Context: an optimization exercise on an open-source flow, tuned for small area, a short achievable clock period and few clock cycles. The choices shown serve that exercise and are no tape-out recipe.
Function was checked by simulation only, so behaviour that the tests miss may differ from the original.

==> flow/design.v, too long to show whole: its modules and the start of the top module <==
// module loop_sample_unit: 578 lines
// module lsu_mac: 1371 lines
// module lsu_add24: 67 lines
// module lsu_add32: 91 lines
// module lsu_add33: 92 lines
// module lsu_add35: 96 lines
// module lsu_add36: 101 lines
// module lsu_add65: 186 lines
// module lsu_add66: 189 lines
module loop_sample_unit (
    input  wire        clk,
    input  wire        rst,
    input  wire        start,
    input  wire        first,
    input  wire        restart,
    input  wire [31:0] pv_raw,
    input  wire [31:0] target,
    output wire        ready,
    output reg         done,
    output reg  [31:0] out_val,
    output reg         limited,
    output reg  [4:0]  sat_cnt,
    output reg         mem_re,
    output reg  [6:0]  mem_raddr,
    input  wire [31:0] mem_rdata,
    output reg         mem_we,
    output reg  [6:0]  mem_waddr,
    output reg  [31:0] mem_wdata
);
  // ...
==> flow/flow/run.sh <==
#!/bin/bash
# Layout flow: the standard synthesis and layout (standard.sh), with timing
# repair aimed below the design's period (a setup margin; the constraints and
# the period are the standard flow's own) and port buffers that drive their pins quickly.
# Each step's full output goes to a log file of its own in the work folder.
set -euo pipefail
bash standard.sh synth > synth.log 2>&1
bash standard.sh SETUP_SLACK_MARGIN=18.6 \
    "BUFFER_PORTS_ARGS=-buffer_cell sky130_fd_sc_hd__buf_2" \
    finish > layout.log 2>&1
==> flow/standard.sh <==
#!/bin/bash
# synth_recipe.tcl (not shown) runs the flow's synth.tcl, then flattens the netlist and writes it again
# the make line also repeats each setting of config.mk as NAME=value (left out here)
make -C /OpenROAD-flow-scripts/flow DESIGN_CONFIG=/design/flow/config.mk WORK_HOME=/design/flow/orfs CLKGATE_MAP_FILE= SYNTH_SCRIPT=/design/flow/synth_recipe.tcl "${@:-finish}"
==> flow/config.mk <==
export PLATFORM = sky130hd
export DESIGN_NAME = loop_sample_unit
export DESIGN_NICKNAME = loop_sample_unit
export VERILOG_FILES = /design/flow/design.v
export SDC_FILE = /design/flow/constraint.sdc
export NUM_CORES = 8
export LEC_CHECK = 0
export CAP_MARGIN = 20
export CORE_MARGIN = 2
export CORE_UTILIZATION = 40
export PLACE_DENSITY = 0.6
export SLEW_MARGIN = 20
==> flow/constraint.sdc <==
create_clock -name core_clock -period 25.0 [get_ports {clk}]
set_input_delay 5.0000 -clock core_clock [delete_from_list [all_inputs] [get_ports {clk}]]
set_output_delay 5.0000 -clock core_clock [all_outputs]
set_load 0.01 [all_outputs]
==> metrics.cfg, run 1 <==
[run_status]
status=complete, no violations

[route]
drt_pre_antenna_iters=7
top_layer_used=met5
drc=0
wl_per_cell_um=36.5

[floorplan]
die_y_um=448
start_util=0.401
row_count=163

[synthesis]
avgSynthCellArea_um2=9.40
syn-cell-area_um2=79000
synth.most_common_cell=inv_1
yosys.area.top_type=fa_1
synth-seq-area-share=0.256
synth_ff_type=dfxtp_1
synth_adder_area_share=0.273
synth_compound_area_frac=0.180
synth_top_family_by_area=adder cells

[global_routing]
grt_max_degree=94
grt_use_total=0.401
grt_pass1_wl_um=561000

[clock_tree]
ctsHoldBuffers=0
postCtsSetupRepairBufs=0

[setup_path]
startpoint=rz_q$_DFFE_PN_
worst_path_largest_cell_delay_ps=640
rrSetupSlack_ps=18530
reg2reg_depth=15
setup.worst_path.end=xc[24]$_DFFE_PP_
crit_type=reg -> reg
cp-end-kind=flip-flop

[hold_path]
hp-start=sec1[0]$_DFF_P_
hold_path_depth=0

[timing]
hold_violations=0
max_slew_margin=0.126
hold_slack_ps=312

[final_layout]
seqCellArea_um2=20300
nonClockBufferCount=491
mostFrequentLayoutCell=inv_1
final_cell_area_um2=87800
nFlopsAndLatches=817
largest_reg_flops=66

[run]
maxCapViolations=0

Testbench counts, summed over its fixed seeds: cycles 13,455.
==> module loop_sample_unit, before the edit <==
module loop_sample_unit (
    input  wire        clk,
    input  wire        rst,
    input  wire        start,
    input  wire        first,
    input  wire        restart,
    input  wire [31:0] pv_raw,
    input  wire [31:0] target,
    output wire        ready,
    output reg         done,
    output reg  [31:0] out_val,
    output reg         limited,
    output reg  [4:0]  sat_cnt,
    output reg         mem_re,
    output reg  [6:0]  mem_raddr,
    input  wire [31:0] mem_rdata,
    output reg         mem_we,
    output reg  [6:0]  mem_waddr,
    output reg  [31:0] mem_wdata
);
    localparam [6:0] W_IN_GAIN = 7'd1,  W_IN_OFS = 7'd2,  W_SP_DB = 7'd5,
                     W_RAMP    = 7'd6,  W_UMIN   = 7'd7,  W_UMAX  = 7'd8,
                     W_RLIM    = 7'd9,  W_OUT_GAIN = 7'd11, W_MASK = 7'd13,
                     W_MODE    = 7'd14, W_W      = 7'd15, W_T_REF = 7'd16,
                     W_U_LAST  = 7'd17;
    localparam [4:0] T_NONE = 5'd0,  T_INGAIN = 5'd1,  T_INOFS = 5'd2,  T_MASK = 5'd3,
                     T_TREF = 5'd4,  T_SPDB   = 5'd5,  T_MODE  = 5'd6,  T_W    = 5'd7,
                     T_RAMP = 5'd8,  T_AS1L   = 5'd9,  T_AS1H  = 5'd10, T_AB0  = 5'd11,
                     T_RLIM = 5'd12, T_UMIN   = 5'd13, T_UMAX  = 5'd14, T_ULAST = 5'd15,
                     T_BS2L = 5'd16, T_BS2H   = 5'd17, T_BB1   = 5'd18, T_BA1  = 5'd19,
                     T_BS1L = 5'd21, T_BS1H = 5'd22, T_BB2  = 5'd23,
                     T_BA2  = 5'd24, T_OUTG   = 5'd25, T_BUB1  = 5'd26, T_BUB2 = 5'd27,
                     T_RS1L = 5'd28, T_RS1H   = 5'd29, T_RB0   = 5'd30;
    localparam [2:0] O_NONE = 3'd0, O_PV = 3'd1, O_Y = 3'd2, O_N1 = 3'd3,
                     O_N1V = 3'd4, O_N2 = 3'd5, O_OUT = 3'd6, O_YR = 3'd7;
    localparam [1:0] P_IDLE = 2'd0, P_RUN = 2'd1, P_WAIT = 2'd2;
    localparam signed [65:0] SLIM_P = 66'sh0_0FFF_FFFF_E000_0000;
    localparam signed [65:0] SLIM_N = -66'sh0_0FFF_FFFF_E000_0000;
    function [6:0] sec_base;
        input [2:0] j;
        begin
            sec_base = 7'd20 + {j, 3'b000} + {3'b000, j, 1'b0};
        end
    endfunction
    function sat_hi;
        input [65:0] v;
        begin
            sat_hi = !v[65] & ((|v[64:60]) | ((&v[59:29]) & (|v[28:0])));
        end
    endfunction
    function sat_lo;
        input [65:0] v;
        begin
            sat_lo = v[65] & (!(&v[64:60]) | !(|v[59:29]));
        end
    endfunction
    function [47:0] booth_enc;
        input [31:0] b;
        input        neg;
        integer i;
        reg [32:0] bx;
        begin
            bx = {b, 1'b0};
            for (i = 0; i < 16; i = i + 1) begin
                booth_enc[i]      = bx[2*i+1] ^ bx[2*i];
                booth_enc[16 + i] = (bx[2*i+2] & ~bx[2*i+1] & ~bx[2*i]) | (~bx[2*i+2] & bx[2*i+1] & bx[2*i]);
                booth_enc[32 + i] = bx[2*i+2] ^ neg;
            end
        end
    endfunction
    function [2:0] lowest;
        input [7:0] m;
        begin
            casez (m)
                8'b???????1: lowest = 3'd0;
                8'b??????10: lowest = 3'd1;
                8'b?????100: lowest = 3'd2;
                8'b????1000: lowest = 3'd3;
                8'b???10000: lowest = 3'd4;
                8'b??100000: lowest = 3'd5;
                8'b?1000000: lowest = 3'd6;
                default:     lowest = 3'd7;
            endcase
        end
    endfunction
    reg [1:0]  phase;
    reg        ready_q;
    reg [2:0]  wcnt;
    reg [7:0]  ig_q, remA, remB;
    reg [3:0]  ordc;
    reg [4:0]  rtag, tag1, tag0, tagd;
    reg [2:0]  rsec, sec1, sec0;
    reg [3:0]  rord, ord1, ord0;
    assign ready = ready_q;
    wire accept = start & ready_q;
    reg [31:0] t_q;                  
    reg        first_q, restart_q;
    reg [31:0] rd0, rd1, rd2, rd3;
    reg        ru_ul, ru_spdb, ru_ramp, ru_w;
    reg        wsel_q;
    reg  [31:0] mode_q;
    wire       sp_now = ru_ramp || (ru_w && !mode_q[26]);
    reg        sp_nowd, sp_nowdd;
    reg        dpos, dneg;
    wire       dnz = dpos | dneg;
    wire [7:0] remA_e = (tag0 == T_MASK) ? rd0[7:0] : remA;
    wire [2:0] jA = lowest(remA_e);
    wire [2:0] jB = lowest(remB);
    wire [6:0] baseA = sec_base(jA);
    wire [6:0] baseB = sec_base(jB);
    reg  [6:0] nx_addr;
    reg  [4:0] nx_tag;
    reg  [2:0] nx_sec;
    reg        nx_re;
    always @(*) begin
        nx_re   = 1'b1;
        nx_addr = W_IN_GAIN;
        nx_tag  = T_NONE;
        nx_sec  = jB;
        case (rtag)
            T_TREF:  begin nx_addr = W_SP_DB; nx_tag = T_SPDB;  end
            T_SPDB:  begin nx_addr = W_MODE;  nx_tag = T_MODE;  end
            T_MODE:  begin nx_addr = W_MASK;  nx_tag = T_MASK;  end
            T_MASK:  begin nx_addr = W_IN_OFS; nx_tag = T_INOFS; end
            T_INOFS: begin
                if (wsel_q) begin
                    nx_addr = W_RAMP; nx_tag = T_RAMP;
                end else begin
                    nx_addr = W_W;    nx_tag = T_W;
                end
            end
            T_RAMP, T_W, T_AB0: begin
                nx_sec = jA;
                if (rtag == T_W && mode_q[26]) begin
                    nx_addr = W_RAMP; nx_tag = T_RAMP;
                end else if (remA_e != 8'd0) begin
                    nx_addr = baseA + 7'd6; nx_tag = T_AS1L;
                end else begin
                    nx_addr = W_RLIM; nx_tag = T_RLIM;
                end
            end
            T_AS1L:  begin nx_sec = jA; nx_addr = baseA + 7'd7; nx_tag = T_AS1H; end
            T_AS1H:  begin nx_sec = jA; nx_addr = baseA;        nx_tag = T_AB0;  end
            T_RLIM:  begin nx_addr = W_UMIN;   nx_tag = T_UMIN;  end
            T_UMIN:  begin nx_addr = W_UMAX;   nx_tag = T_UMAX;  end
            T_UMAX, T_ULAST, T_BA2: begin
                if (rtag == T_UMAX && rd0 != 32'd0) begin
                    nx_addr = W_U_LAST; nx_tag = T_ULAST;
                end else if (remB != 8'd0 && ordc >= 4'd3) begin
                    nx_addr = baseB + 7'd6; nx_tag = T_RS1L;    
                end else if (remB != 8'd0) begin
                    nx_addr = baseB + 7'd8; nx_tag = T_BS2L;
                end else if (rtag != T_BA2) begin
                    nx_re = 1'b0; nx_tag = T_BUB1;       
                end else begin
                    nx_addr = W_OUT_GAIN; nx_tag = T_OUTG;
                end
            end
            T_BUB1:  begin nx_re = 1'b0; nx_tag = T_BUB2; end
            T_BUB2:  begin nx_addr = W_OUT_GAIN; nx_tag = T_OUTG; end
            T_RS1L:  begin nx_addr = baseB + 7'd7; nx_tag = T_RS1H; end
            T_RS1H:  begin nx_addr = baseB;        nx_tag = T_RB0;  end
            T_RB0:   begin nx_addr = baseB + 7'd8; nx_tag = T_BS2L; end
            T_BS2L:  begin nx_addr = baseB + 7'd9; nx_tag = T_BS2H; end
            T_BS2H:  begin nx_addr = baseB + 7'd1; nx_tag = T_BB1;  end
            T_BB1:   begin nx_addr = baseB + 7'd3; nx_tag = T_BA1; end
            T_BA1:   begin
                if (ig_q[jB] & dnz) begin
                    nx_addr = baseB + 7'd6; nx_tag = T_BS1L;
                end else begin
                    nx_addr = baseB + 7'd2; nx_tag = T_BB2;
                end
            end
            T_BS1L:  begin nx_addr = baseB + 7'd7; nx_tag = T_BS1H; end
            T_BS1H:  begin nx_addr = baseB + 7'd2; nx_tag = T_BB2; end
            T_BB2:   begin nx_addr = baseB + 7'd4; nx_tag = T_BA2; end
            default: ;
        endcase
        if (phase == P_IDLE) begin
            nx_addr = accept ? W_T_REF : W_IN_GAIN;
            nx_tag  = accept ? T_TREF : T_NONE;
            nx_re   = 1'b1;
        end
    end
    always @(posedge clk) begin
        if (rst) begin
            phase     <= P_IDLE;
            ready_q   <= 1'b1;
            done      <= 1'b0;
            mem_re    <= 1'b1;
            mem_raddr <= W_IN_GAIN;
            rtag      <= T_NONE;
            tag1      <= T_NONE;
            tag0      <= T_NONE;
            tagd      <= T_NONE;
            ru_ramp   <= 1'b0;
            ru_w      <= 1'b0;
            sp_nowd   <= 1'b0;
            sp_nowdd  <= 1'b0;
        end else begin
            done      <= 1'b0;
            mem_re    <= nx_re;
            mem_raddr <= nx_addr;
            rtag      <= nx_tag;
            tag1      <= (phase == P_IDLE && accept) ? T_INGAIN : rtag;
            tag0      <= tag1;
            tagd      <= tag0;
            ru_ramp   <= (tag1 == T_RAMP);
            ru_w      <= (tag1 == T_W);
            sp_nowd   <= sp_now;
            sp_nowdd  <= sp_nowd;
            case (phase)
                P_IDLE: if (accept) begin
                    phase   <= P_RUN;
                    ready_q <= 1'b0;
                end
                P_RUN: if (rtag == T_OUTG) begin
                    phase <= P_WAIT;
                    wcnt  <= 3'd3;
                end
                default: begin
                    wcnt <= wcnt - 3'd1;
                    if (wcnt == 3'd0) begin
                        phase   <= P_IDLE;
                        ready_q <= 1'b1;
                        done    <= 1'b1;
                    end
                end
            endcase
        end
    end
    always @(posedge clk) begin
        rsec <= nx_sec;
        rord <= ordc;
        sec1 <= rsec;
        ord1 <= rord;
        sec0 <= sec1;
        ord0 <= ord1;
        if (rtag == T_AS1H)
            remA <= remA & (remA - 8'd1);
        if (rtag == T_BB2)
            remB <= remB & (remB - 8'd1);
        if (rtag == T_AS1H || rtag == T_BB2)
            ordc <= ordc + 4'd1;
        if (rtag == T_RLIM)
            ordc <= 4'd0;
        if (tag0 == T_MASK) begin
            remA <= rd0[7:0];
            remB <= rd0[7:0];
            ig_q <= rd0[23:16];
        end
        if (tag1 == T_INGAIN)
            ordc <= 4'd0;
        rd0  <= mem_rdata;
        rd1  <= rd0;
        rd2  <= rd1;
        rd3  <= rd2;
        if (ready_q | (m2op == O_YR) | yrd | (m2op == O_OUT))
            t_q <= ({32{ready_q}} & target) | ({32{m2op == O_YR}} & m2_rnd[31:0]) |
                   ({32{yrd}} & ycorr_t) |
                   ({32{m2op == O_OUT}} & m2_out);
        if (ready_q) begin
            first_q   <= first;
            restart_q <= restart;
        end
    end
    reg  [15:0] bone, btwo, bng;     
    reg         acc_q, e1_q, rnd_q;
    reg  [65:0] cs_s, cs_c;
    reg  [2:0]  m2op;
    reg  [2:0]  m2sec;
    reg  [3:0]  m2ord;
    reg         yd, yrd;
    reg         ysp_q, ysn_q, satinc_q;
    reg  [3:0]  yord;
    wire [65:0] m_d0 = acc_q ? cs_s : e1_q ? {{2{rd1[31]}}, rd1, rd2} : 66'd0;
    wire [65:0] m_d1 = acc_q ? cs_c : {37'd0, rnd_q, 28'd0};
    wire [65:0] m_s, m_c;
    lsu_mac mac (.a(rd0), .bone(bone), .btwo(btwo), .bng(bng), .d0(m_d0), .d1(m_d1), .s(m_s), .c(m_c));
    always @(posedge clk) begin
        acc_q <= (tag1 == T_BA1) || (tag1 == T_BA2);
        e1_q  <= (tag1 == T_AB0) || (tag1 == T_BB1) || (tag1 == T_RB0);
        rnd_q <= (tag1 == T_INGAIN) || (tag1 == T_AB0) || (tag1 == T_RB0) || (tag1 == T_OUTG);
    end
    reg [2:0] m1op;
    always @(*) begin
        case (tag0)
            T_INGAIN: m1op = O_PV;
            T_AB0:    m1op = O_Y;
            T_RB0:    m1op = O_YR;
            T_BA1:    m1op = (tag1 == T_BS1L) ? O_N1V : O_N1;
            T_BA2:    m1op = O_N2;
            T_OUTG:   m1op = O_OUT;
            default:  m1op = O_NONE;
        endcase
    end
    wire [65:0]        m2_sum;
    wire               m2_co;
    lsu_add66 m2add (.a(cs_s), .b(cs_c), .cin(1'b0), .s(m2_sum), .cout(m2_co));
    wire signed [65:0] m2_sums = m2_sum;
    wire               m2_satp = sat_hi(m2_sum);
    wire               m2_satn = sat_lo(m2_sum);
    wire [63:0]        m2_n    = m2_satp ? SLIM_P[63:0] : m2_satn ? SLIM_N[63:0] : m2_sum[63:0];
    wire               m2_isn  = (m2op == O_N1) || (m2op == O_N1V) || (m2op == O_N2);
    wire               m2_isy  = (m2op == O_Y);
    always @(posedge clk) begin
        cs_s  <= m_s;
        cs_c  <= m_c;
        m2sec <= sec0;
        m2ord <= ord0;
        if (rst) begin
            m2op <= O_NONE;
            yd   <= 1'b0;
            yrd  <= 1'b0;
        end else begin
            m2op <= m1op;
            yd   <= (m2op == O_Y);
            yrd  <= (m2op == O_YR);
        end
    end
    localparam signed [65:0] YS_HI = 66'sh0_0FFF_FFFF_F000_0000;
    localparam signed [65:0] YS_LO = -66'sh0_0FFF_FFFF_D000_0000;
    wire        m2_tie  = ~|m2_sum[28:0];
    wire [34:0] m2_rnd  = {m2_sum[63:30], m2_sum[29] & ~m2_tie};
    wire        m2_ysp  = m2_sums > YS_HI;
    wire        m2_ysn  = m2_sums < YS_LO;
    wire [31:0] ycorr_x = ysp_q ? 32'h7FFF_FFFF : ysn_q ? 32'h8000_0001 : xc;
    wire [31:0] ycorr_t = ysp_q ? 32'h7FFF_FFFF : ysn_q ? 32'h8000_0001 : t_q;
    wire        m2_ovf  = !m2_sum[65] & (|m2_sum[64:60]);
    wire        m2_unf  = m2_sum[65] & !(&m2_sum[64:60]);
    wire [31:0] m2_out  = m2_ovf ? 32'h7FFF_FFFF : m2_unf ? 32'h8000_0000 : m2_rnd[31:0];
    reg  [31:0] pv_q;
    wire        pv2 = (tag0 == T_INOFS);
    reg  [31:0] xc;                  
    reg  [34:0] diff_q;
    wire signed [32:0] dq33   = diff_q[32:0];
    wire signed [35:0] pv_sum;       
    wire               pv_co;
    lsu_add36 pvadd (.a({diff_q[34], diff_q}), .b({{4{rd0[31]}}, rd0}), .cin(1'b0), .s(pv_sum), .cout(pv_co));
    wire        [31:0] pv_sat = (!pv_sum[35] & (|pv_sum[34:31]))  ? 32'h7FFF_FFFF :
                                (pv_sum[35] & !(&pv_sum[34:31])) ? 32'h8000_0000 : pv_sum[31:0];
    reg         ramp_q;
    wire        [31:0] ru_base = ru_spdb ? rd1 : (ru_ramp && wsel_q) ? pv_q : ru_ramp ? rd1 : rd0;
    wire        [31:0] ru_tgt  = ru_ul ? xc : t_q;
    wire        [31:0] ru_lim  = ru_ul ? rd3 : rd0;
    wire signed [34:0] ru_b35  = {{3{ru_base[31]}}, ru_base};
    wire signed [34:0] ru_t35  = {{3{ru_tgt[31]}}, ru_tgt};
    wire signed [34:0] ru_l35  = {3'b000, ru_lim};
    wire        [34:0] ru_hs   = ru_l35 ^ ru_b35 ^ ~ru_t35;
    wire        [34:0] ru_hc   = (ru_l35 & ru_b35) | (ru_l35 & ~ru_t35) | (ru_b35 & ~ru_t35);
    wire        [34:0] ru_ls   = ru_l35 ^ ~ru_b35 ^ ru_t35;
    wire        [34:0] ru_lc   = (ru_l35 & ~ru_b35) | (ru_l35 & ru_t35) | (~ru_b35 & ru_t35);
    wire        [34:0] ru_hi, ru_lo;
    wire               ru_hco, ru_lco;
    lsu_add35 ruhi (.a(ru_hs), .b({ru_hc[33:0], 1'b0}), .cin(1'b1), .s(ru_hi), .cout(ru_hco));
    lsu_add35 rulo (.a(ru_ls), .b({ru_lc[33:0], 1'b0}), .cin(1'b1), .s(ru_lo), .cout(ru_lco));
    wire               ru_gt   = ru_hi[34];
    wire               ru_lt   = ru_lo[34];
    wire        [31:0] ru_bpl, ru_bml;
    wire               ru_pco, ru_mco;
    lsu_add32 ruadd (.a(ru_base), .b(ru_lim), .cin(1'b0), .s(ru_bpl), .cout(ru_pco));
    lsu_add32 rusub (.a(ru_base), .b(~ru_lim), .cin(1'b1), .s(ru_bml), .cout(ru_mco));
    wire        [31:0] ru_res  = ru_gt ? ru_bpl : ru_lt ? ru_bml : ru_tgt;
    wire               exceed  = ru_gt | ru_lt;
    wire        [31:0] w0       = wsel_q ? pv_q : rd1;
    wire               ramping0 = wsel_q ? (ru_lim != 32'd0) : mode_q[26];
    wire        [31:0] sp_w1    = first_q ? w0 : ramping0 ? ru_res : t_q;
    wire               sp_rnew  = first_q ? ramping0 : (ramping0 & (ru_gt | ru_lt));
    reg                rz_q;
    wire signed [31:0] cl_max = rz_q ? rd1 : rd2;
    wire signed [31:0] cl_min = rz_q ? rd2 : rd3;
    wire        [31:0] sb_a  = sp_nowd ? diff_q[31:0] : xc;
    wire        [31:0] sb_b  = sp_nowd ? pv_q : rd0;
    wire signed [32:0] x0_v;
    wire               x0_co;
    lsu_add33 x0sub (.a({sb_a[31], sb_a}), .b(~{sb_b[31], sb_b}), .cin(1'b1), .s(x0_v), .cout(x0_co));
    wire        [31:0] x0    = (!diff_q[32] & diff_q[31]) ? 32'h7FFF_FFFF :
                               (diff_q[32] & !diff_q[31]) ? 32'h8000_0000 : diff_q[31:0];
    reg         rlgt_q, rllt_q, lim_q;
    wire               cl_now = (tagd == T_UMAX && rz_q) || (tagd == T_ULAST);
    reg                xmx_gt, xmx_lt, xmn_gt, xmn_lt, cmm_q;
    wire signed [31:0] xc_s   = xc;
    wire signed [31:0] rd1_s  = rd1;
    wire signed [31:0] rd0_s  = rd0;
    wire signed [32:0] cd_mx  = x0_v;
    wire signed [32:0] cd_mn;
    wire               cd_co;
    lsu_add33 cdsub (.a({xc_s[31], xc_s}), .b(~{rd1_s[31], rd1_s}), .cin(1'b1), .s(cd_mn), .cout(cd_co));
    wire        [32:0] mm_d;
    wire               mm_co;
    lsu_add33 mmsub (.a({rd0[31], rd0}), .b(~{rd1[31], rd1}), .cin(1'b1), .s(mm_d), .cout(mm_co));
    wire signed [31:0] cl_ur  = rz_q ? xc : diff_q[31:0];
    wire        [32:0] cb_lo, cb_hi;
    wire               cb_lco, cb_hco;
    lsu_add33 cblo (.a({cl_ur[31], cl_ur}), .b(~{cl_min[31], cl_min}), .cin(1'b1), .s(cb_lo), .cout(cb_lco));
    lsu_add33 cbhi (.a({cl_max[31], cl_max}), .b(~{cl_ur[31], cl_ur}), .cin(1'b1), .s(cb_hi), .cout(cb_hco));
    wire               cl_blo = rz_q ? xmn_lt : cb_lo[32];
    wire               cl_bhi = rz_q ? xmx_gt : cb_hi[32];
    wire               cl_eqx = rz_q ? !(xmx_gt | xmx_lt) : (cl_ur == cl_max);
    wire               cl_tmx = cl_blo ? cmm_q : cl_bhi;           
    wire               cl_tmn = cl_blo & !cmm_q;                    
    wire        [31:0] cl_u   = cl_tmx ? cl_max : cl_tmn ? cl_min : cl_ur;
    wire               cl_flg = cl_tmx ? !cl_eqx : cl_tmn;
    wire               cl_dp  = cl_tmx ? xmx_gt : cl_tmn ? xmn_gt : (!rz_q & rlgt_q);
    wire               cl_dn  = cl_tmx ? xmx_lt : cl_tmn ? xmn_lt : (!rz_q & rllt_q);
    always @(posedge clk) begin
        limited <= lim_q;
        sat_cnt <= satc;
    end
    reg [31:0] fifo0, fifo1, fifo2, fifo3;
    reg [31:0] fifo_rd;
    wire       fifo_y  = (tag1 == T_BA1) || (tag1 == T_BA2);
    wire [3:0] fifo_ra = (ord1 >= 4'd3) ? (fifo_y ? 4'd4 : 4'd3) : ord1 + {3'd0, fifo_y};
    always @(*) begin
        case (fifo_ra)
            4'd0: fifo_rd = fifo0;
            4'd1: fifo_rd = fifo1;
            4'd2: fifo_rd = fifo2;
            4'd3: fifo_rd = fifo3;
            default: fifo_rd = t_q;
        endcase
    end
    wire        mb_raw = ready_q;         
    wire        mb_y   = yd;
    wire        mb_u   = (tag1 == T_OUTG);
    wire        mb_neg = (tag1 == T_BA1) || (tag1 == T_BA2);
    wire        mb_f   = mb_neg || (tag1 == T_BB1) || (tag1 == T_BB2) || (tag1 == T_RB0);
    wire        mb_ld  = mb_raw | sp_nowdd | mb_y | mb_u | mb_f;
    wire [31:0] mb_n   = ({32{mb_raw}}   & pv_raw) |
                         ({32{sp_nowdd}} & x0) |
                         ({32{mb_y}}     & ycorr_x) |
                         ({32{mb_u}}     & xc) |
                         ({32{mb_f}}     & fifo_rd);
    reg  [2:0]  wsec;
    reg         commit_q;
    reg         ws_n1hi, ws_mv, ws_n2hi, ws_ulast, ws_mode;
    reg  [4:0]  satc;
    wire signed [64:0] mv_d;
    wire               mv_co;
    lsu_add65 mvsub (.a({diff_q[31], diff_q[31:0], pv_q}), .b(~{rd0[31], rd0, rd1}), .cin(1'b1),
                     .s(mv_d), .cout(mv_co));
    wire               mv_eq = ({diff_q[31:0], pv_q} == {rd0, rd1});
    wire               mv_gt = !mv_d[64] && !mv_eq;
    wire               mv_lt = mv_d[64];
    wire               mv_commit = !((dpos & mv_gt) | (dneg & mv_lt));
    wire        dq_pv  = (m2op == O_PV);
    wire        dq_n   = (m2op == O_N1) || (m2op == O_N1V) || (m2op == O_N2);
    wire        dq_lim = ru_ul | (sp_now & !first_q & ramping0);   
    wire        dq_w0  = sp_now & first_q;
    wire        dq_t   = sp_now & !first_q & !ramping0;
    wire        dq_bpl = dq_lim & ru_gt;
    wire        dq_bml = dq_lim & !ru_gt & ru_lt;
    wire        dq_tgt = (dq_lim & !ru_gt & !ru_lt) | dq_t;
    wire        dq_any = dq_pv | dq_n | sp_now | ru_ul | sp_nowd;
    wire [31:0] dq_32  = ({32{dq_w0}}  & w0) |
                         ({32{dq_bpl}} & ru_bpl) |
                         ({32{dq_bml}} & ru_bml) |
                         ({32{dq_tgt}} & ru_tgt);
    wire [34:0] dq_d   = ({35{dq_pv}}   & m2_rnd) |
                         ({35{dq_n}}    & {3'd0, m2_n[63:32]}) |
                         ({35{sp_nowd}} & {{2{x0_v[32]}}, x0_v}) |
                         {{3{dq_32[31]}}, dq_32};
    always @(posedge clk) begin
        if (mb_ld)
            {bng, btwo, bone} <= booth_enc(mb_n, mb_neg);
        ru_ul   <= (tag1 == T_ULAST);
        ru_spdb <= (tag1 == T_SPDB);
        if (dq_any)
            diff_q <= dq_d;
        if (pv2)
            pv_q <= pv_sat;
        if (m2op == O_N1 || m2op == O_N1V)
            pv_q <= m2_n[31:0];
        if (tag0 == T_SPDB)
            wsel_q <= first_q | restart_q | exceed;
        if (tag0 == T_MODE)
            mode_q <= rd0;
        if (sp_now)
            ramp_q <= sp_rnew;
        if (sp_nowdd | m2_isy | yd | cl_now)
            xc <= ({32{sp_nowdd}} & x0) | ({32{m2_isy}} & m2_rnd[31:0]) |
                  ({32{yd}} & ycorr_x) | ({32{cl_now}} & cl_u);
        if (sp_nowdd)
            fifo0 <= x0;
        if (yd) begin
            case (yord)
                4'd0: fifo1 <= ycorr_x;
                4'd1: fifo2 <= ycorr_x;
                4'd2: fifo3 <= ycorr_x;
                default: ;
            endcase
        end
        if (m2_isy | (m2op == O_YR)) begin
            ysp_q <= m2_ysp;
            ysn_q <= m2_ysn;
        end
        yord     <= m2ord;
        satinc_q <= (m2_isy && (m2_ysp || m2_ysn)) || (m2_isn && (m2_satp || m2_satn));
        if (tag1 == T_BA2 && ord1 >= 4'd3)
            fifo3 <= t_q;
        if (tag0 == T_RLIM)
            rz_q <= (rd0 == 32'd0);
        if (tag0 == T_UMAX) begin
            xmx_gt <= !cd_mx[32] && (xc != rd0);
            xmx_lt <= cd_mx[32];
            xmn_gt <= !cd_mn[32] && (xc != rd1);
            xmn_lt <= cd_mn[32];
            cmm_q  <= mm_d[32];
        end
        if (tag0 == T_ULAST) begin
            rlgt_q <= ru_gt;
            rllt_q <= ru_lt;
        end
        if (cl_now) begin
            lim_q <= cl_flg | (!rz_q & (rlgt_q | rllt_q));
            dpos  <= cl_dp;
            dneg  <= cl_dn;
        end
        out_val <= t_q;
        if (tag1 == T_INGAIN)
            satc <= 5'd0;
        else if (satinc_q)
            satc <= satc + 5'd1;
    end
    reg  exc_q;
    wire wr_tref = (tag0 == T_MASK);
    wire wr_w    = sp_nowd;
    wire wr_n1   = (m2op == O_N1) || (m2op == O_N1V);
    wire wr_n2   = (m2op == O_N2);
    always @(posedge clk) begin
        if (rst) begin
            mem_we   <= 1'b0;
            ws_n1hi  <= 1'b0;
            ws_mv    <= 1'b0;
            ws_n2hi  <= 1'b0;
            ws_ulast <= 1'b0;
            ws_mode  <= 1'b0;
        end else begin
            ws_ulast <= cl_now;
            ws_mode  <= ws_ulast;
            ws_mv    <= (m2op == O_N1V);
            ws_n1hi  <= (m2op == O_N1) || ws_mv;
            ws_n2hi  <= wr_n2;
            mem_we   <= wr_tref || wr_w || ws_ulast || ws_mode || (m2op == O_N1) ||
                        (ws_mv & mv_commit) || ((ws_n1hi || wr_n2 || ws_n2hi) & commit_q);
        end
    end
    wire [23:0] mode_inc;
    wire        mode_co;
    lsu_add24 modeinc (.a(mode_q[23:0]), .b(24'd0), .cin(1'b1), .s(mode_inc), .cout(mode_co));
    wire [31:0] wd_mode = {mode_q[31:27], ramp_q, lim_q, mode_q[24], mode_inc};
    wire        wd_hi   = ws_n1hi | ws_n2hi;
    wire [31:0] wd      = ({32{wr_tref}}       & ((first_q | exc_q) ? t_q : rd3)) |
                          ({32{ws_ulast}}      & xc) |
                          ({32{ws_mode}}       & wd_mode) |
                          ({32{wr_n1 | wr_n2}} & m2_n[31:0]) |
                          ({32{ws_mv}}         & pv_q) |
                          ({32{wd_hi | wr_w}}  & diff_q[31:0]);
    wire [2:0]  wa_sec  = wr_n1 ? m2sec : wsec;
    wire [6:0]  wa      = ({7{wr_tref}}  & W_T_REF) |
                          ({7{wr_w}}     & W_W) |
                          ({7{ws_ulast}} & W_U_LAST) |
                          ({7{ws_mode}}  & W_MODE) |
                          ({7{wr_n1 | ws_mv | ws_n1hi | wr_n2 | ws_n2hi}} &
                           (sec_base(wa_sec) + {5'd0, wr_n2 | ws_n2hi, ws_n1hi | ws_n2hi}) + 7'd6);
    always @(posedge clk) begin
        mem_wdata <= wd;
        mem_waddr <= wa;
        if (wr_n1)
            wsec <= m2sec;
        if (wr_n1)
            commit_q <= 1'b1;
        if (ws_mv)
            commit_q <= mv_commit;
        if (tag0 == T_SPDB)
            exc_q <= exceed;
    end
endmodule
==> inputs of run 2 (changes only) <==
--- a/flow/design.v
+++ b/flow/design.v
@@ -179,4 +179,4 @@
         if (phase == P_IDLE) begin
-            nx_addr = accept ? W_T_REF : W_IN_GAIN;
-            nx_tag  = accept ? T_TREF : T_NONE;
+            nx_addr = !accept ? W_IN_GAIN : first ? W_MODE : W_T_REF;
+            nx_tag  = !accept ? T_NONE : first ? T_MODE : T_TREF;
             nx_re   = 1'b1;
@@ -322,3 +322,4 @@
     localparam signed [65:0] YS_LO = -66'sh0_0FFF_FFFF_D000_0000;
-    wire        m2_tie  = ~|m2_sum[28:0];
+    wire [28:0] m2_zt   = (cs_s[28:0] ^ cs_c[28:0]) ^ {cs_s[27:0] | cs_c[27:0], 1'b0};
+    wire        m2_tie  = ~|m2_zt;
     wire [34:0] m2_rnd  = {m2_sum[63:30], m2_sum[29] & ~m2_tie};
@@ -338,3 +339,3 @@
     wire               pv_co;
-    lsu_add36 pvadd (.a({diff_q[34], diff_q}), .b({{4{rd0[31]}}, rd0}), .cin(1'b0), .s(pv_sum), .cout(pv_co));
+    assign {pv_co, pv_sum} = {1'b0, diff_q[34], diff_q} + {1'b0, {4{rd0[31]}}, rd0};
     wire        [31:0] pv_sat = (!pv_sum[35] & (|pv_sum[34:31]))  ? 32'h7FFF_FFFF :
@@ -354,4 +355,4 @@
     wire               ru_hco, ru_lco;
-    lsu_add35 ruhi (.a(ru_hs), .b({ru_hc[33:0], 1'b0}), .cin(1'b1), .s(ru_hi), .cout(ru_hco));
-    lsu_add35 rulo (.a(ru_ls), .b({ru_lc[33:0], 1'b0}), .cin(1'b1), .s(ru_lo), .cout(ru_lco));
+    assign {ru_hco, ru_hi} = {1'b0, ru_hs} + {1'b0, ru_hc[33:0], 1'b0} + 36'd1;
+    assign {ru_lco, ru_lo} = {1'b0, ru_ls} + {1'b0, ru_lc[33:0], 1'b0} + 36'd1;
     wire               ru_gt   = ru_hi[34];
@@ -394,7 +395,7 @@
     wire               cb_lco, cb_hco;
-    lsu_add33 cblo (.a({cl_ur[31], cl_ur}), .b(~{cl_min[31], cl_min}), .cin(1'b1), .s(cb_lo), .cout(cb_lco));
-    lsu_add33 cbhi (.a({cl_max[31], cl_max}), .b(~{cl_ur[31], cl_ur}), .cin(1'b1), .s(cb_hi), .cout(cb_hco));
+    lsu_add33 cblo (.a({diff_q[31], diff_q[31:0]}), .b(~{rd3[31], rd3}), .cin(1'b1), .s(cb_lo), .cout(cb_lco));
+    lsu_add33 cbhi (.a({rd2[31], rd2}), .b(~{diff_q[31], diff_q[31:0]}), .cin(1'b1), .s(cb_hi), .cout(cb_hco));
     wire               cl_blo = rz_q ? xmn_lt : cb_lo[32];
     wire               cl_bhi = rz_q ? xmx_gt : cb_hi[32];
-    wire               cl_eqx = rz_q ? !(xmx_gt | xmx_lt) : (cl_ur == cl_max);
+    wire               cl_eqx = rz_q ? !(xmx_gt | xmx_lt) : (diff_q[31:0] == rd2);
     wire               cl_tmx = cl_blo ? cmm_q : cl_bhi;           
@@ -475,2 +476,4 @@
             wsel_q <= first_q | restart_q | exceed;
+        if (ready_q)
+            wsel_q <= first | restart;
         if (tag0 == T_MODE)
@@ -2199,199 +2202,2 @@
 endmodule
-module lsu_add35(input [34:0] a, input [34:0] b, input cin, output [34:0] s, output cout);
-  wire [34:0] p0 = a ^ b;
-  wire [34:0] g0 = a & b;
-  wire G1 = g0[0] | (p0[0] & cin);
-  wire G2 = g0[1] | (p0[1] & G1);
-  wire G3 = g0[3] | (p0[3] & g0[2]);
-  wire P3 = p0[3] & p0[2];
-  wire G4 = g0[5] | (p0[5] & g0[4]);
-  wire P4 = p0[5] & p0[4];
-  wire G5 = g0[7] | (p0[7] & g0[6]);
-  wire P5 = p0[7] & p0[6];
-  wire G6 = g0[9] | (p0[9] & g0[8]);
-  wire P6 = p0[9] & p0[8];
-  wire G7 = g0[11] | (p0[11] & g0[10]);
-  wire P7 = p0[11] & p0[10];
-  wire G8 = g0[13] | (p0[13] & g0[12]);
-  wire P8 = p0[13] & p0[12];
-  wire G9 = g0[15] | (p0[15] & g0[14]);
-  wire P9 = p0[15] & p0[14];
-  wire G10 = g0[17] | (p0[17] & g0[16]);
-  wire P10 = p0[17] & p0[16];
-  wire G11 = g0[19] | (p0[19] & g0[18]);
-  wire P11 = p0[19] & p0[18];
-  wire G12 = g0[21] | (p0[21] & g0[20]);
-  wire P12 = p0[21] & p0[20];
-  wire G13 = g0[23] | (p0[23] & g0[22]);
-  wire P13 = p0[23] & p0[22];
-  wire G14 = g0[25] | (p0[25] & g0[24]);
-  wire P14 = p0[25] & p0[24];
-  wire G15 = g0[27] | (p0[27] & g0[26]);
-  wire P15 = p0[27] & p0[26];
-  wire G16 = g0[29] | (p0[29] & g0[28]);
-  wire P16 = p0[29] & p0[28];
-  wire G17 = g0[31] | (p0[31] & g0[30]);
-  wire P17 = p0[31] & p0[30];
-  wire G18 = g0[33] | (p0[33] & g0[32]);
-  wire P18 = p0[33] & p0[32];
-  wire G19 = G3 | (P3 & G2);
-  wire G20 = G5 | (P5 & G4);
-  wire P20 = P5 & P4;
-  wire G21 = G7 | (P7 & G6);
-  wire P21 = P7 & P6;
-  wire G22 = G9 | (P9 & G8);
-  wire P22 = P9 & P8;
-  wire G23 = G11 | (P11 & G10);
-  wire P23 = P11 & P10;
-  wire G24 = G13 | (P13 & G12);
-  wire P24 = P13 & P12;
-  wire G25 = G15 | (P15 & G14);
-  wire P25 = P15 & P14;
-  wire G26 = G17 | (P17 & G16);
-  wire P26 = P17 & P16;
-  wire G27 = G20 | (P20 & G19);
-  wire G28 = G22 | (P22 & G21);
-  wire P28 = P22 & P21;
-  wire G29 = G24 | (P24 & G23);
-  wire P29 = P24 & P23;
-  wire G30 = G26 | (P26 & G25);
-  wire P30 = P26 & P25;
-  wire G31 = G28 | (P28 & G27);
-  wire G32 = G30 | (P30 & G29);
-  wire P32 = P30 & P29;
-  wire G33 = G32 | (P32 & G31);
-  wire G34 = G29 | (P29 & G31);
-  wire G35 = G21 | (P21 & G27);
-  wire G36 = G23 | (P23 & G31);
-  wire G37 = G25 | (P25 & G34);
-  wire G38 = G4 | (P4 & G19);
-  wire G39 = G6 | (P6 & G27);
-  wire G40 = G8 | (P8 & G35);
-  wire G41 = G10 | (P10 & G31);
-  wire G42 = G12 | (P12 & G36);
-  wire G43 = G14 | (P14 & G34);
-  wire G44 = G16 | (P16 & G37);
-  wire G45 = G18 | (P18 & G33);
-  wire G46 = g0[2] | (p0[2] & G2);
-  wire G47 = g0[4] | (p0[4] & G19);
-  wire G48 = g0[6] | (p0[6] & G38);
-  wire G49 = g0[8] | (p0[8] & G27);
-  wire G50 = g0[10] | (p0[10] & G39);
-  wire G51 = g0[12] | (p0[12] & G35);
-  wire G52 = g0[14] | (p0[14] & G40);
-  wire G53 = g0[16] | (p0[16] & G31);
-  wire G54 = g0[18] | (p0[18] & G41);
-  wire G55 = g0[20] | (p0[20] & G36);
-  wire G56 = g0[22] | (p0[22] & G42);
-  wire G57 = g0[24] | (p0[24] & G34);
-  wire G58 = g0[26] | (p0[26] & G43);
-  wire G59 = g0[28] | (p0[28] & G37);
-  wire G60 = g0[30] | (p0[30] & G44);
-  wire G61 = g0[32] | (p0[32] & G33);
-  wire G62 = g0[34] | (p0[34] & G45);
-  wire [35:0] c = {G62, G45, G61, G33, G60, G44, G59, G37, G58, G43, G57, G34, G56, G42, G55, G36, G54, G41, G53, G31, G52, G40, G51, G35, G50, G39, G49, G27, G48, G38, G47, G19, G46, G2, G1, cin};
-  assign s = p0 ^ c[34:0];
-  assign cout = c[35];
-endmodule
-module lsu_add36(input [35:0] a, input [35:0] b, input cin, output [35:0] s, output cout);
-  wire [35:0] p0 = a ^ b;
-  wire [35:0] g0 = a & b;
-  wire G1 = g0[0] | (p0[0] & cin);
-  wire G2 = g0[1] | (p0[1] & G1);
-  wire G3 = g0[3] | (p0[3] & g0[2]);
-  wire P3 = p0[3] & p0[2];
-  wire G4 = g0[5] | (p0[5] & g0[4]);
-  wire P4 = p0[5] & p0[4];
-  wire G5 = g0[7] | (p0[7] & g0[6]);
-  wire P5 = p0[7] & p0[6];
-  wire G6 = g0[9] | (p0[9] & g0[8]);
-  wire P6 = p0[9] & p0[8];
-  wire G7 = g0[11] | (p0[11] & g0[10]);
-  wire P7 = p0[11] & p0[10];
-  wire G8 = g0[13] | (p0[13] & g0[12]);
-  wire P8 = p0[13] & p0[12];
-  wire G9 = g0[15] | (p0[15] & g0[14]);
-  wire P9 = p0[15] & p0[14];
-  wire G10 = g0[17] | (p0[17] & g0[16]);
-  wire P10 = p0[17] & p0[16];
-  wire G11 = g0[19] | (p0[19] & g0[18]);
-  wire P11 = p0[19] & p0[18];
-  wire G12 = g0[21] | (p0[21] & g0[20]);
-  wire P12 = p0[21] & p0[20];
-  wire G13 = g0[23] | (p0[23] & g0[22]);
-  wire P13 = p0[23] & p0[22];
-  wire G14 = g0[25] | (p0[25] & g0[24]);
-  wire P14 = p0[25] & p0[24];
-  wire G15 = g0[27] | (p0[27] & g0[26]);
-  wire P15 = p0[27] & p0[26];
-  wire G16 = g0[29] | (p0[29] & g0[28]);
-  wire P16 = p0[29] & p0[28];
-  wire G17 = g0[31] | (p0[31] & g0[30]);
-  wire P17 = p0[31] & p0[30];
-  wire G18 = g0[33] | (p0[33] & g0[32]);
-  wire P18 = p0[33] & p0[32];
-  wire G19 = g0[35] | (p0[35] & g0[34]);
-  wire P19 = p0[35] & p0[34];
-  wire G20 = G3 | (P3 & G2);
-  wire G21 = G5 | (P5 & G4);
-  wire P21 = P5 & P4;
-  wire G22 = G7 | (P7 & G6);
-  wire P22 = P7 & P6;
-  wire G23 = G9 | (P9 & G8);
-  wire P23 = P9 & P8;
-  wire G24 = G11 | (P11 & G10);
-  wire P24 = P11 & P10;
-  wire G25 = G13 | (P13 & G12);
-  wire P25 = P13 & P12;
-  wire G26 = G15 | (P15 & G14);
-  wire P26 = P15 & P14;
-  wire G27 = G17 | (P17 & G16);
-  wire P27 = P17 & P16;
-  wire G28 = G19 | (P19 & G18);
-  wire P28 = P19 & P18;
-  wire G29 = G21 | (P21 & G20);
-  wire G30 = G23 | (P23 & G22);
-  wire P30 = P23 & P22;
-  wire G31 = G25 | (P25 & G24);
-  wire P31 = P25 & P24;
-  wire G32 = G27 | (P27 & G26);
-  wire P32 = P27 & P26;
-  wire G33 = G30 | (P30 & G29);
-  wire G34 = G32 | (P32 & G31);
-  wire P34 = P32 & P31;
-  wire G35 = G34 | (P34 & G33);
-  wire G36 = G31 | (P31 & G33);
-  wire G37 = G22 | (P22 & G29);
-  wire G38 = G24 | (P24 & G33);
-  wire G39 = G26 | (P26 & G36);
-  wire G40 = G28 | (P28 & G35);
-  wire G41 = G4 | (P4 & G20);
-  wire G42 = G6 | (P6 & G29);
-  wire G43 = G8 | (P8 & G37);
-  wire G44 = G10 | (P10 & G33);
-  wire G45 = G12 | (P12 & G38);
-  wire G46 = G14 | (P14 & G36);
-  wire G47 = G16 | (P16 & G39);
-  wire G48 = G18 | (P18 & G35);
-  wire G49 = g0[2] | (p0[2] & G2);
-  wire G50 = g0[4] | (p0[4] & G20);
-  wire G51 = g0[6] | (p0[6] & G41);
-  wire G52 = g0[8] | (p0[8] & G29);
-  wire G53 = g0[10] | (p0[10] & G42);
-  wire G54 = g0[12] | (p0[12] & G37);
-  wire G55 = g0[14] | (p0[14] & G43);
-  wire G56 = g0[16] | (p0[16] & G33);
-  wire G57 = g0[18] | (p0[18] & G44);
-  wire G58 = g0[20] | (p0[20] & G38);
-  wire G59 = g0[22] | (p0[22] & G45);
-  wire G60 = g0[24] | (p0[24] & G36);
-  wire G61 = g0[26] | (p0[26] & G46);
-  wire G62 = g0[28] | (p0[28] & G39);
-  wire G63 = g0[30] | (p0[30] & G47);
-  wire G64 = g0[32] | (p0[32] & G35);
-  wire G65 = g0[34] | (p0[34] & G48);
-  wire [36:0] c = {G40, G65, G48, G64, G35, G63, G47, G62, G39, G61, G46, G60, G36, G59, G45, G58, G38, G57, G44, G56, G33, G55, G43, G54, G37, G53, G42, G52, G29, G51, G41, G50, G20, G49, G2, G1, cin};
-  assign s = p0 ^ c[35:0];
-  assign cout = c[36];
-endmodule
 module lsu_add65(input [64:0] a, input [64:0] b, input cin, output [64:0] s, output cout);
--- a/flow/flow/run.sh
+++ b/flow/flow/run.sh
@@ -7,3 +7,3 @@
 bash standard.sh synth > synth.log 2>&1
-bash standard.sh SETUP_SLACK_MARGIN=18.6 \
+bash standard.sh SETUP_SLACK_MARGIN=18.4 \
     "BUFFER_PORTS_ARGS=-buffer_cell sky130_fd_sc_hd__buf_2" \
==> run 2 against run 1 <==
Against the previous run:
- still clean on timing, DRC and antenna
- register-to-register slack lost 260 ps
- non-clock buffer count up 31
- final area increased by 0.35%
- die area increased by 0.25%
- sequential cell count stayed put
- setup slack got worse by 260 ps
- highest routed layer unchanged
==> metrics.cfg, run 2 <==
[synthesis]
synthArstFlopShare=0  ; unchanged
ys_ff_latch=817  ; unchanged
syn-cell-area_um2=79200  ; was 79000 um^2
synth.distinct_cells=96  ; was 88
avgSynthCellArea_um2=9.36  ; was 9.40 um^2
netlist_instances=8466  ; was 8404
synth_top_area_share=0.177  ; was 0.182
synth-seq-area-share=0.255  ; was 0.256
yosys.area.top_type=fa_1  ; unchanged
synth_common_cells=inv_1, fa_1, ha_1  ; unchanged
synth_area_leaders=fa_1, edfxtp_1, dfxtp_1  ; unchanged
synth-edff-count=384  ; unchanged
ys_warn_count=1  ; unchanged
synth.most_common_cell=inv_1  ; unchanged
synth_ff_type=dfxtp_1  ; unchanged
synth_fp_nets=9842  ; was 9796

[global_routing]
grt_pass1_vias=71500  ; was 69400
grt_max_degree=164  ; was 94
grt_pass1_wl_um=586000  ; was 561000 um
grt_use_total=0.416  ; was 0.401
overflow=0  ; unchanged
antenna_found_initial=60  ; was 62

[final_layout]
regMostFlops=cs_s  ; unchanged
reg_top3=cs_s x66, cs_c x65, diff_q x35  ; unchanged
stdcell_count=11200  ; about the same
mostFrequentLayoutCell=inv_1  ; unchanged
nFillCells=19100  ; was 19000
seqCellArea_um2=20300  ; about the same
layout-drive-gt1-share=0.108  ; was 0.118
area_delta_synth_final_pct=11.2  ; was 11.1%
layout.nets=9834  ; was 9802
multi_input_area_um2=52900  ; about the same
layout_common_cells=inv_1, fa_1, ha_1  ; unchanged
largest_reg_flops=66  ; unchanged

[timing]
slew_violations=0  ; unchanged
max_slew_margin=0.0988  ; was 0.126
worst_pin_slew_ps=1350  ; was 1310 ps
setup_viol=0  ; unchanged
setup_tns_ps=0  ; unchanged
period_share=0.269  ; was 0.259
hold_violations=0  ; unchanged
fin_worst_skew_ps=92.8  ; was 64.4 ps
fin_crit_ps=6720  ; was 6470 ps
max_freq_mhz=149  ; was 155 MHz
rsz0062_at_grt=true  ; unchanged

[clock_tree]
h-tree-depth=3  ; unchanged
clkTransAtPathRegs_ps=70  ; was 60 ps
ctsHoldBuffers=0  ; unchanged
cts_tree=yes  ; unchanged
clk_latency_ps=810  ; was 800 ps
clk_path_buf_depth=3  ; unchanged
cts_buffers=101  ; was 100
clock-sinks=817  ; unchanged
root_buffer=clkbuf_16  ; unchanged

[placement]
portBuffers=188  ; unchanged
gp_congestion=1.10  ; about the same
dp_cells=11000  ; was 10900
hpwl_um=317000  ; was 305000 um

[setup_path]
rrSetupSlack_ps=18280  ; was 18530 ps
r2r-start=diff_q[17]$_DFFE_PP_  ; was rz_q$_DFFE_PN_
required_ps=25490  ; was 25560 ps
cp-end-kind=flip-flop  ; unchanged
crit_path_start_kind=flip-flop  ; unchanged
startpoint=diff_q[17]$_DFFE_PP_  ; was rz_q$_DFFE_PN_
worstPathArrival_ps=7220  ; was 7030 ps
crit_type=reg -> reg  ; unchanged
cp_max_fo=39  ; was 60

[route]
num_vias=73100  ; was 71500
drt_iter0_drc=10600  ; was 10000
wirelength_um=430000  ; was 407000 um
wl_per_cell_um=38.3  ; was 36.5 um
drc=0  ; unchanged
vias_per_cell=6.51  ; was 6.40
ant_nets=0  ; unchanged
drt_pre_antenna_iters=13  ; was 7

[floorplan]
core_area_um2=197000  ; about the same
die_w_um=449  ; was 448 um
dieArea_um2=202000  ; was 201000 um^2
start_util=0.402  ; was 0.401
row_count=163  ; unchanged
io_pins=189  ; unchanged
die_y_um=449  ; was 448 um

[run_status]
status=complete, no violations  ; unchanged

[hold_path]
hp-start=m2ord[1]$_DFF_P_  ; was sec1[0]$_DFF_P_
hold_path_class=reg -> reg  ; unchanged

[run]
maxCapViolations=0  ; unchanged

-- run 2: cell count changes after synthesis, moves of 27 or more --
cell,previous run,this run
a21oi_1,383,327
a221oi_1,68,35
a222oi_1,33,66
a31oi_1,25,59
clkbuf_1,447,500
mux2_2,146,56
nor3_1,53,80
o21ai_0,283,314
o221ai_1,59,131
o31a_1,30,1
-- run 2: worst max-delay path, stage by stage, from the launching register on --
cell      delay, ps
edfxtp_1        980
inv_1           230
ha_1            380
nand3_1          80
nor3_1          640
nand4_1         810
a211oi_1       1010
o311ai_0        380
nand3_1         160
a21bo_2         240
buf_4           350
o221ai_1        810
o221ai_1        310
-- run 2: kinds of logic (layout without fill, tap and decap cells) --
kind of cell               count (synthesis)  after routing  share of synthesized area
adders and majority gates               1278           1278                      0.268
DFF                                      817            817                      0.255
and+or+nand+nor                         1474           1475                     0.0882
other                                      0             37                          0
xor gates and xnor gates                 778            778                     0.0860
muxes                                    211            211                     0.0282
AOI/OAI and AO/OA                       2133           2133                      0.190
buffers and inverters                   1775           1854                     0.0846
-- run 2: through the flow --
stage | cell area [um^2] | worst slack [ps] | hold WS, ps | utilization
2_1_floorplan | 79200 | 18940 | 310 | -
3_3_place_gp | 83800 | 16980 | 311 | 0.425
3_5_place_dp | 83800 | 17450 | 312 | 0.426
4_1_cts | 87600 | 18410 | 326 | 0.445
5_1_grt | 88000 | 18280 | 328 | 0.447
6_report | 88100 | 18280 | 322 | 0.447
-- run 2: timing repair --
action                     CTS  global route
buffers inserted             4             5
gates resized for setup     35            48
pin swaps                    1             5
setup endpoints to repair  140            90
cloned                       0             2
-- run 2: per-layer routing --
| metal | global-route usage | vias up | routed length [um] |
|---|---|---|---|
| li1 | - | 29300 | - |
| met1 | 0.491 | 36200 | 152000 |
| met2 | 0.605 | 5825 | 178000 |
| met3 | 0.136 | 1750 | 52500 |
| met4 | 0.366 | 32 | 47200 |
| met5 | 0.00639 | - | 375 |
-- run 2: worst paths after layout --
| kind | endpoint | cells past startpoint |
|---|---|---|
| worst max-delay path | xc[31]$_DFFE_PP_ | 12 |
| worst min-delay path | yord[1]$_DFF_P_ | 0 |
| worst max register to register | xc[31]$_DFFE_PP_ | 12 |
| worst min register to register | yord[1]$_DFF_P_ | 0 |
-- run 2: layout make-up --
| cell class | count | share of cell area |
|---|---|---|
| multi-input combinational | 5875 | 0.600 |
| sequential | 817 | 0.230 |
| inverter | 1141 | 0.0488 |
| tap | 2640 | 0.0375 |
| clock buffer | 146 | 0.0348 |
| clock inverter | 45 | 0.00592 |
| antenna | 37 | 0.00105 |
| timing repair buffer | 522 | 0.0413 |
Testbench counts of run 2, summed over its fixed seeds: cycles 13,377.
==> inputs of run 3 (changes only) <==
--- a/flow/flow/run.sh
+++ b/flow/flow/run.sh
@@ -7,3 +7,3 @@
 bash standard.sh synth > synth.log 2>&1
-bash standard.sh SETUP_SLACK_MARGIN=18.4 \
+bash standard.sh SETUP_SLACK_MARGIN=18.8 \
     "BUFFER_PORTS_ARGS=-buffer_cell sky130_fd_sc_hd__buf_2" \
==> run 3 against run 2 <==
Against the previous run:
- core utilization is 0.54 points higher
- fmax grew 4.3%
- setup slack better by 270 ps
- sequential share of layout area down 0.084 points
- worst hold slack improved by 0.67 ps
- via count is 0.31% higher
- critical path type unchanged
==> metrics.cfg, run 3 <==
[synthesis]
avgSynthCellArea_um2=9.36  ; unchanged
synth.most_common_cell=inv_1  ; unchanged
synth_ff_type=dfxtp_1  ; unchanged
synth.distinct_cells=96  ; unchanged
synth_area_leaders=fa_1, edfxtp_1, dfxtp_1  ; unchanged
ys_warn_count=1  ; unchanged
netlist_instances=8466  ; unchanged
synth_top_area_share=0.177  ; unchanged
synthArstFlopShare=0  ; unchanged
synth_common_cells=inv_1, fa_1, ha_1  ; unchanged
synth_fp_nets=9842  ; unchanged
ys_ff_latch=817  ; unchanged
yosys.area.top_type=fa_1  ; unchanged
syn-cell-area_um2=79200  ; unchanged
synth-seq-area-share=0.255  ; unchanged
synth-edff-count=384  ; unchanged

[route]
ant_nets=0  ; unchanged
num_vias=73300  ; was 73100
drc=0  ; unchanged
drt_pre_antenna_iters=9  ; was 13
vias_per_cell=6.53  ; was 6.51
wl_per_cell_um=38.4  ; was 38.3 um
drt_iter0_drc=10700  ; was 10600
wirelength_um=432000  ; was 430000 um

[placement]
dp_slack_ps=17450  ; unchanged
postPlaceCellArea_um2=83800  ; unchanged
portBuffers=188  ; unchanged
dp_cells=11000  ; unchanged
hpwl_um=317000  ; unchanged
gp_congestion=1.10  ; unchanged

[global_routing]
antenna_found_initial=49  ; was 60
grt_pass1_vias=71800  ; was 71500
grt_max_degree=164  ; unchanged
grt_pass1_wl_um=586000  ; about the same
overflow=0  ; unchanged
grt_use_total=0.416  ; about the same

[timing]
hold_slack_ps=322  ; about the same
slew_violations=0  ; unchanged
setup_tns_ps=0  ; unchanged
rsz0062_at_grt=true  ; unchanged
hold_violations=0  ; unchanged
setup_viol=0  ; unchanged
max_slew_margin=0.105  ; was 0.0988
period_share=0.258  ; was 0.269
max_freq_mhz=155  ; was 149 MHz
fin_worst_skew_ps=91.0  ; was 92.8 ps
worst_pin_slew_ps=1340  ; was 1350 ps
setup_ws_ps=18550  ; was 18280 ps
fin_crit_ps=6450  ; was 6720 ps

[clock_tree]
h-tree-depth=3  ; unchanged
clkTransAtPathRegs_ps=70  ; about the same
clk_latency_ps=830  ; was 810 ps
cts_buffers=101  ; unchanged
clock-sinks=817  ; unchanged
cts_tree=yes  ; unchanged
root_buffer=clkbuf_16  ; unchanged
clk_path_buf_depth=3  ; unchanged

[final_layout]
layout_common_cells=inv_1, fa_1, ha_1  ; unchanged
stdcell_count=11200  ; about the same
layout-drive-gt1-share=0.121  ; was 0.108
final_util=0.452  ; was 0.447
reg_top3=cs_s x66, cs_c x65, diff_q x35  ; unchanged
multi_input_area_um2=53100  ; was 52900 um^2
area_delta_synth_final_pct=12.5  ; was 11.2%
seqCellArea_um2=20400  ; was 20300 um^2
largest_reg_flops=66  ; unchanged
final_cell_area_um2=89100  ; was 88100 um^2
regMostFlops=cs_s  ; unchanged
mostFrequentLayoutCell=inv_1  ; unchanged
nFillCells=19000  ; was 19100
layout.nets=9856  ; was 9834

[setup_path]
cpMaxStageDelayCell=edfxtp_1  ; was a211oi_1
worst_path_largest_cell_delay_ps=990  ; was 1010 ps
rrSetupSlack_ps=18550  ; was 18280 ps
crit_type=reg -> reg  ; unchanged
cp-end-kind=flip-flop  ; unchanged
worstPathArrival_ps=6960  ; was 7220 ps
path_cells=inv_1 -> ha_1 -> nand3_1 -> nor3_1 -> nand4_1 -> a211oi_2 -> o311ai_0 -> nand3_1 -> a21bo_2 -> buf_4 -> o221ai_1 -> o221ai_1  ; was inv_1 -> ha_1 -> nand3_1 -> nor3_1 -> nand4_1 -> a211oi_1 -> o311ai_0 -> nand3_1 -> a21bo_2 -> buf_4 -> o221ai_1 -> o221ai_1
cp_max_fo=39  ; unchanged
required_ps=25510  ; was 25490 ps
crit_path_start_kind=flip-flop  ; unchanged

[floorplan]
die_y_um=449  ; unchanged
io_pins=189  ; unchanged
start_util=0.402  ; unchanged
row_count=163  ; unchanged
die_w_um=449  ; unchanged
dieArea_um2=202000  ; unchanged
core_area_um2=197000  ; unchanged

[hold_path]
hold_path_class=reg -> reg  ; unchanged

[run_status]
status=complete, no violations  ; unchanged

[run]
maxCapViolations=0  ; unchanged

==> run 3: worst paths after layout <==
path | start | endpoint | depth (start not counted)
hold reg to reg | m2ord[1]$_DFF_P_ | yord[1]$_DFF_P_ | 0
setup / recovery | diff_q[17]$_DFFE_PP_ | xc[31]$_DFFE_PP_ | 12
setup reg to reg | diff_q[17]$_DFFE_PP_ | xc[31]$_DFFE_PP_ | 12
hold / removal | m2ord[1]$_DFF_P_ | yord[1]$_DFF_P_ | 0
==> run 3: layout make-up <==
| class | count | share of cell area |
|---|---|---|
| tap | 2640 | 0.0371 |
| timing repair buffer | 543 | 0.0483 |
| antenna | 30 | 0.000842 |
| clock inverter | 45 | 0.00585 |
| multi-input combinational | 5876 | 0.596 |
| inverter | 1141 | 0.0482 |
| clock buffer | 146 | 0.0344 |
| sequential | 817 | 0.229 |
==> run 3: repair_timing <==
| action | in CTS | in global routing |
|---|---|---|
| cloned | 1 | 4 |
| hold buffers | 0 | 0 |
| buffers inserted | 11 | 17 |
| setup endpoints to repair | 219 | 207 |
| pin swaps | 8 | 15 |
| resized for setup | 203 | 102 |
==> run 3: per-layer routing <==
metal | part of all wire | wire (um) | vias to the layer above | GRT usage
li1 | - | - | 29300 | -
met1 | 0.35 | 152000 | 36500 | 0.491
met2 | 0.41 | 179000 | 5677 | 0.607
met3 | 0.12 | 52500 | 1746 | 0.135
met4 | 0.11 | 48200 | 44 | 0.365
met5 | 0.00072 | 312 | - | 0.00639
==> run 3: critical path, delay by kind of cell, from the launching register on <==
kind            cells  cell delay (ps)
buf+inv             2              580
fa+ha+maj           1              370
compound gates      5             2440
flops               1              990
simple gates        4             1700
==> run 3: kinds of logic after synthesis <==
kind of cell | after synthesis | share of synthesized area
flip-flops | 817 | 0.255
multiplexers | 211 | 0.0282
AND/OR/NAND/NOR | 1474 | 0.0882
buffers and inverters | 1775 | 0.0846
adder cells (fa/ha/maj) | 1278 | 0.268
AO/OA/AOI/OAI | 2133 | 0.190
XOR/XNOR | 778 | 0.0860
==> inputs of run 4 (changes only) <==
--- a/flow/flow/run.sh
+++ b/flow/flow/run.sh
@@ -7,3 +7,3 @@
 bash standard.sh synth > synth.log 2>&1
-bash standard.sh SETUP_SLACK_MARGIN=18.8 \
+bash standard.sh SETUP_SLACK_MARGIN=18.6 \
     "BUFFER_PORTS_ARGS=-buffer_cell sky130_fd_sc_hd__buf_2" \
==> run 4 against run 3 <==
Against the previous run:
- still clean
- core utilization fell by 0.33 points
- clock skew grew 4.2 ps
- setup slack worse by 26 ps
- count of clock-buffer cells in the layout stayed put
- synthesized cell count is the same
- global-route usage hardly changed
- final cell count about the same
- critical path depth unchanged
- critical endpoint unchanged
- largest cell class unchanged
==> metrics.cfg, run 4 <==
[run_status]
status=complete, no violations  ; unchanged

[route]
drt_iter0_drc=10800  ; was 10700
drt_pre_antenna_iters=12  ; was 9
ant_nets=0  ; unchanged
wl_per_cell_um=38.4  ; about the same
drc=0  ; unchanged
num_vias=73100  ; was 73300
wirelength_um=431000  ; was 432000 um

[timing]
setup_tns_ps=0  ; unchanged
period_share=0.259  ; was 0.258
slew_violations=0  ; unchanged
max_slew_margin=0.110  ; was 0.105
setup_viol=0  ; unchanged
worst_pin_slew_ps=1330  ; was 1340 ps
fin_worst_skew_ps=95.2  ; was 91.0 ps

[synthesis]
synth_xor_area_frac=0.0860  ; unchanged
synth_area_leaders=fa_1, edfxtp_1, dfxtp_1  ; unchanged
avgSynthCellArea_um2=9.36  ; unchanged
synth_top_area_share=0.177  ; unchanged
synth_fp_nets=9842  ; unchanged
synth_ff_type=dfxtp_1  ; unchanged
synthArstFlopShare=0  ; unchanged
synth-simple-area-share=0.0882  ; unchanged
synth_common_cells=inv_1, fa_1, ha_1  ; unchanged
synth-edff-count=384  ; unchanged
syn-cell-area_um2=79200  ; unchanged
synth_compound_area_frac=0.190  ; unchanged
synth_top_family_by_area=adder cells  ; unchanged
ys_warn_count=1  ; unchanged

[final_layout]
area_delta_synth_final_pct=11.7  ; was 12.5%
stdcell_count=11200  ; about the same
layout-drive-gt1-share=0.114  ; was 0.121
final_cell_area_um2=88500  ; was 89100 um^2
mostFrequentLayoutCell=inv_1  ; unchanged
largest_reg_flops=66  ; unchanged
reg_top3=cs_s x66, cs_c x65, diff_q x35  ; unchanged

[hold_path]
hp-start=m2ord[1]$_DFF_P_  ; unchanged

[clock_tree]
clkTransAtPathRegs_ps=70  ; about the same
clk_path_buf_depth=3  ; unchanged
cts_buffers=101  ; unchanged
cts_tree=yes  ; unchanged

[setup_path]
path_buf_inv=2  ; unchanged
startpoint=diff_q[17]$_DFFE_PP_  ; unchanged
r2r-start=diff_q[17]$_DFFE_PP_  ; unchanged
worstPathArrival_ps=6970  ; was 6960 ps
required_ps=25500  ; was 25510 ps
path_cells=inv_1 -> ha_1 -> nand3_1 -> nor3_1 -> nand4_1 -> a211oi_2 -> o311ai_0 -> nand3_1 -> a21bo_2 -> buf_4 -> o221ai_1 -> o221ai_1  ; unchanged
worst_path_largest_cell_delay_ps=970  ; was 990 ps
cp-end-kind=flip-flop  ; unchanged
crit_path_start_kind=flip-flop  ; unchanged
cpMaxStageDelayCell=edfxtp_1  ; unchanged
cpLargestDelayFamily=compound AO/OA/AOI/OAI gates  ; unchanged
cp_max_fo=39  ; unchanged

[floorplan]
dieArea_um2=202000  ; unchanged
io_pins=189  ; unchanged
row_count=163  ; unchanged
core_area_um2=197000  ; unchanged

[global_routing]
grt_pass1_vias=71700  ; was 71800
antenna_found_initial=54  ; was 49
grt_max_degree=164  ; unchanged
overflow=0  ; unchanged
grt_use_total=0.416  ; about the same

[placement]
gp_congestion=1.10  ; unchanged
portBuffers=188  ; unchanged
dp_slack_ps=17450  ; unchanged
postPlaceCellArea_um2=83800  ; unchanged
hpwl_um=317000  ; unchanged

[run]
maxCapViolations=0  ; unchanged

## run 4: layout make-up
type	count	area (um^2)
clock inverters	45	522
flip-flops and latches	817	20400
diodes	27	67.6
repair buffers	537	3880
clock buffers	146	3060
multi-input cells	5875	53000
inverters	1141	4300
fillers	19000	109000
well taps	2640	3300
## run 4: worst register-to-register path, cell delays in order (launching register included)
cell      delay, ps
edfxtp_1        970
inv_1           250
ha_1            380
nand3_1          80
nor3_1          640
nand4_1         820
a211oi_2        740
o311ai_0        340
nand3_1         170
a21bo_2         240
buf_4           340
o221ai_1        840
o221ai_1        340
## run 4: worst paths after layout
path                                         end  slack, ps  cells past startpoint
worst max-delay path            xc[31]$_DFFE_PP_      18530                     12
worst min register to register   yord[1]$_DFF_P_        320                      0
worst max register to register  xc[31]$_DFFE_PP_      18530                     12
worst min-delay path             yord[1]$_DFF_P_        320                      0
## run 4: kinds of logic (layout without fill, tap and decap cells)
kind of cell	after synthesis	count (layout)
compound gates	2133	2133
simple gates	1474	1475
flops	817	817
buf+inv	1775	1869
xor+xnor	778	778
mux	211	211
other cells	0	27
fa+ha+maj	1278	1278
## run 4: routing by layer
| layer | vias up | global-route usage | share of wire |
|---|---|---|---|
| met4 | 36 | 0.363 | 0.11 |
| met5 | - | 0.00639 | 0.00090 |
| met3 | 1759 | 0.136 | 0.12 |
| met2 | 5704 | 0.607 | 0.41 |
| met1 | 36300 | 0.491 | 0.35 |
| li1 | 29300 | - | - |
## run 4: per-stage QoR
| stage | util | hold slack, ps |
|---|---|---|
| floorplan | - | 310 |
| global placement | 0.425 | 311 |
| detailed placement | 0.426 | 312 |
| CTS | 0.446 | 326 |
| global route | 0.449 | 328 |
| finish | 0.449 | 323 |
## run 4: timing repair
item                                    CTS  global route
hold buffers                              0             0
setup buffers                             7            13
gates resized for setup                 113            54
endpoints found under the setup margin  168           119
cloned                                    1             3
pin swaps                                 3            10

-- separate check: timing with driven ports --
How much do the figures lean on ideal ports? The routed layouts below were timed once more, with nothing changed but the port constraints. Step 1 sets driving cells, clkbuf_16 on the clock port and buf_2 on the other inputs (assumed; they add their load-dependent delay and slew). Step 2 adds t to the input delays and takes it off the output delays; t is the mean of the earliest and latest rising clock arrival at the registers after step 1. Input paths then give back, and output paths get back, about the clock's delay inside the block. Slacks: ideal ports / drivers / drivers and shift; pairs: ideal ports / drivers.
| run | t, ns | setup slack, ns | hold WS [ns] | slew at the worst register clock pin (ns) | cell pins on the clock port's net |
|---|---|---|---|---|---|
| run 1 | 0.855 | 18.533 / 18.465 / 18.029 | 0.312 / 0.312 / 0.312 | 0.08 / 0.08 | 1 |
| run 2 | 0.855 | 18.277 / 18.250 / 17.987 | 0.322 / 0.322 / 0.322 | 0.07 / 0.07 | 1 |
| run 3 | 0.881 | 18.552 / 18.464 / 18.238 | 0.322 / 0.322 / 0.322 | 0.07 / 0.07 | 1 |
| run 4 | 0.879 | 18.526 / 18.462 / 17.971 | 0.323 / 0.323 / 0.323 | 0.07 / 0.07 | 1 |
After both steps setup and hold are still met in every run listed. For run 4, which loses most, drivers alone change the setup slack by -0.064 ns; drivers and shift together by -0.555 ns.
